From an optimization exercise on the open Yosys and OpenROAD flow, aimed at small area and a short achievable clock period; shortcuts taken in it are not production practice.
The RTL was checked by simulation tests, not by an equivalence proof against the original design.

==> flow/design.v (excerpt) <==
module ct_time_core (
  input  wire        clk,
  input  wire        rst,
  input  wire        cmd_valid,
  input  wire [2:0]  cmd_op,
  input  wire [95:0] cmd_data,
  output reg         resp_valid,
  output reg  [1:0]  resp_status,
  output wire [47:0] time_sec,
  output wire [29:0] time_ns,
  output wire [31:0] time_frac,
  output wire [63:0] linear_ns,
  output wire [15:0] linear_frac,
  output wire [47:0] rate_adj,
  output wire [47:0] rate_total,
  output wire [47:0] slew_limit,
  output wire [63:0] slew_remain,
  output wire [2:0]  status,
  output wire [3:0]  sticky,
  output wire [3:0]  cmp_armed,
  output wire [3:0]  cmp_fire
);
Size: roughly 660 flip-flops, ~520 I/O pins, ~0.088 mm2 of cells after synthesis.
==> flow/config.mk <==
export PLATFORM = sky130hd
export DESIGN_NAME = ct_time_core
export DESIGN_NICKNAME = ct_time_core
export VERILOG_FILES = /design/flow/design.v
export SDC_FILE = /design/flow/constraint.sdc
export NUM_CORES = 4
export LEC_CHECK = 0
export CAP_MARGIN = 20
export CORE_MARGIN = 2
export CORE_UTILIZATION = 45
export PLACE_DENSITY = 0.75
export SLEW_MARGIN = 20
==> flow/constraint.sdc <==
create_clock -name core_clock -period 30.0 [get_ports {clk}]
set_input_delay 6.0000 -clock core_clock [delete_from_list [all_inputs] [get_ports {clk}]]
set_output_delay 6.0000 -clock core_clock [all_outputs]
set_load 0.01 [all_outputs]
standard.sh (not shown) runs the stock make flow with config.mk's settings and CLKGATE_MAP_FILE= SYNTH_SCRIPT=/design/flow/synth_recipe.tcl, a recipe that flattens the netlist after the stock synthesis.
==> flow/flow/run.sh <==
#!/bin/bash
# Layout flow: the standard ORFS flow (standard synthesis unchanged), with
# the setup repair of floorplan, CTS and global routing asked to leave 17 ns of
# setup slack at the design's 30 ns clock, so that it works on the paths that
# set the achieved period. The clock, constraints and all other settings are
# the standard flow's. make's full output goes to flow_make.log; ORFS keeps each step's
# own log under orfs/logs/.
set -euo pipefail
bash standard.sh SETUP_SLACK_MARGIN=17 finish > flow_make.log 2>&1
==> next run, changes <==
--- a/flow/design.v
+++ b/flow/design.v
@@ -792,16 +792,17 @@
   wire [53:0] ybase;                                                
   wire        yb_co;
   ct_add #(54) u_yb (.a({2'b00, sub_q}), .b(inc_rate), .ci(1'b0), .s(ybase), .co(yb_co));
   wire [40:0] xs = finish ? rem_q[40:0] : (rem_neg ? ~{1'b0, m25} : {1'b0, m25});
   wire [53:0] ynorm;
   wire        yn_co;
   ct_add #(54) u_yn (.a(ybase), .b({{13{xs[40]}}, xs}), .ci(~finish & rem_neg), .s(ynorm), .co(yn_co));
-  wire [29:0] ns_p1 = ns_q + 30'd1;
-  wire [29:0] ns_p2 = ns_q + 30'd2;
+  wire [28:0] ns_h1 = ns_q[29:1] + 29'd1;
+  wire [29:0] ns_p1 = ns_q[0] ? {ns_h1, 1'b0} : {ns_q[29:1], 1'b1};
+  wire [29:0] ns_p2 = {ns_h1, ns_q[0]};
   wire        ns_e1 = (ns_q == NS_PER_SEC - 30'd1);
   wire        ns_e2 = (ns_q == NS_PER_SEC - 30'd2);
   wire [47:0] sec_p1 = sec_q + 48'd1;
   wire        k2n    = ynorm[53];
   wire        wrap_n = ns_e1 | (k2n & ns_e2);
   wire [29:0] ns_n   = k2n ? (ns_e1 ? 30'd1 : ns_e2 ? 30'd0 : ns_p2)
                            : (ns_e1 ? 30'd0 : ns_p1);
@@ -964,18 +965,29 @@
   end
   always @(posedge clk) begin
     if (!rst && do_arm && cu == 2'd0) tgt0_q <= ~arm_tgt;
     if (!rst && do_arm && cu == 2'd1) tgt1_q <= ~arm_tgt;
     if (!rst && do_arm && cu == 2'd2) tgt2_q <= ~arm_tgt;
     if (!rst && do_arm && cu == 2'd3) tgt3_q <= ~arm_tgt;
   end
-  wire [62:0] rem_tr;
-  wire        rem_tr_co;
-  ct_add #(63) u_tr (.a(rem_q[82:20]), .b(63'd0), .ci(rem_neg & (|rem_q[19:0])),
-                     .s(rem_tr), .co(rem_tr_co));
+  reg  [62:0] rem_tr;
+  reg         tr_c, tr_b;
+  integer     tb, ti;
+  always @* begin
+    tr_b = rem_neg & (|rem_q[19:0]);
+    for (tb = 0; tb < 8; tb = tb + 1) begin
+      tr_c = tr_b;
+      for (ti = 0; ti < 8; ti = ti + 1)
+        if (tb * 8 + ti < 63) begin
+          rem_tr[tb * 8 + ti] = rem_q[20 + tb * 8 + ti] ^ tr_c;
+          tr_c = tr_c & rem_q[20 + tb * 8 + ti];
+        end
+      tr_b = tr_b & ((tb == 7) ? (&rem_q[82:76]) : (&rem_q[20 + tb * 8 +: 8]));
+    end
+  end
   assign time_sec    = sec_q;
   assign time_ns     = ns_q;
   assign time_frac   = sub_q[51:20];
   assign linear_ns   = lin_ns;
   assign linear_frac = sub_q[51:36];
   assign rate_adj    = {{11{rate_q[36]}}, rate_q};
   assign rate_total  = {{9{rt[38]}}, rt};
Cell area shrinks by about 1.3%.
Setup slack improved by 0.17 ns.
Hold slack improved by 0.016 ns.
Global-route usage shrinks by 0.85 points.
Wire length shrinks by 3.0%.
Register-to-register slack improved by 0.03 ns.
Flip-flop and latch count stays the same.
Utilization is about the same.
Clock skew shrinks by 0.036 ns.
Die area shrinks by 1.0%.
Via count shrinks by 2.5%.

[what the ideal ports hide]
In the flow no input, the clock included, has a driving cell. The finished layouts below were timed again as built, in two steps.
Step 1 assumes that a clkbuf_16 drives the clock port and a buf_2 every other input.
Step 2, shift: input delay + t, output delay - t, t = (earliest + latest rising clock arrival at the registers) / 2. This alone moves slack from input paths to output paths.
Slacks: no drivers / after step 1 / after step 2; pairs: no drivers / after step 1.
run | shift t [ns] | slack for setup (ns) | worst setup path at the end | slew at the worst register clock pin (ns) | worst slew at a driven data input, ns
the first run | 0.826 | 16.719 / 16.632 / 16.052 | input to register | 0.07 / 0.07 | 0.11
the second run | 0.830 | 16.890 / 16.806 / 16.283 | input to register | 0.07 / 0.07 | 0.24
After both steps setup and hold are still met in every run listed. The setup slack of the first run, which loses most, moves by -0.087 ns with the drivers and by -0.667 ns with both steps.
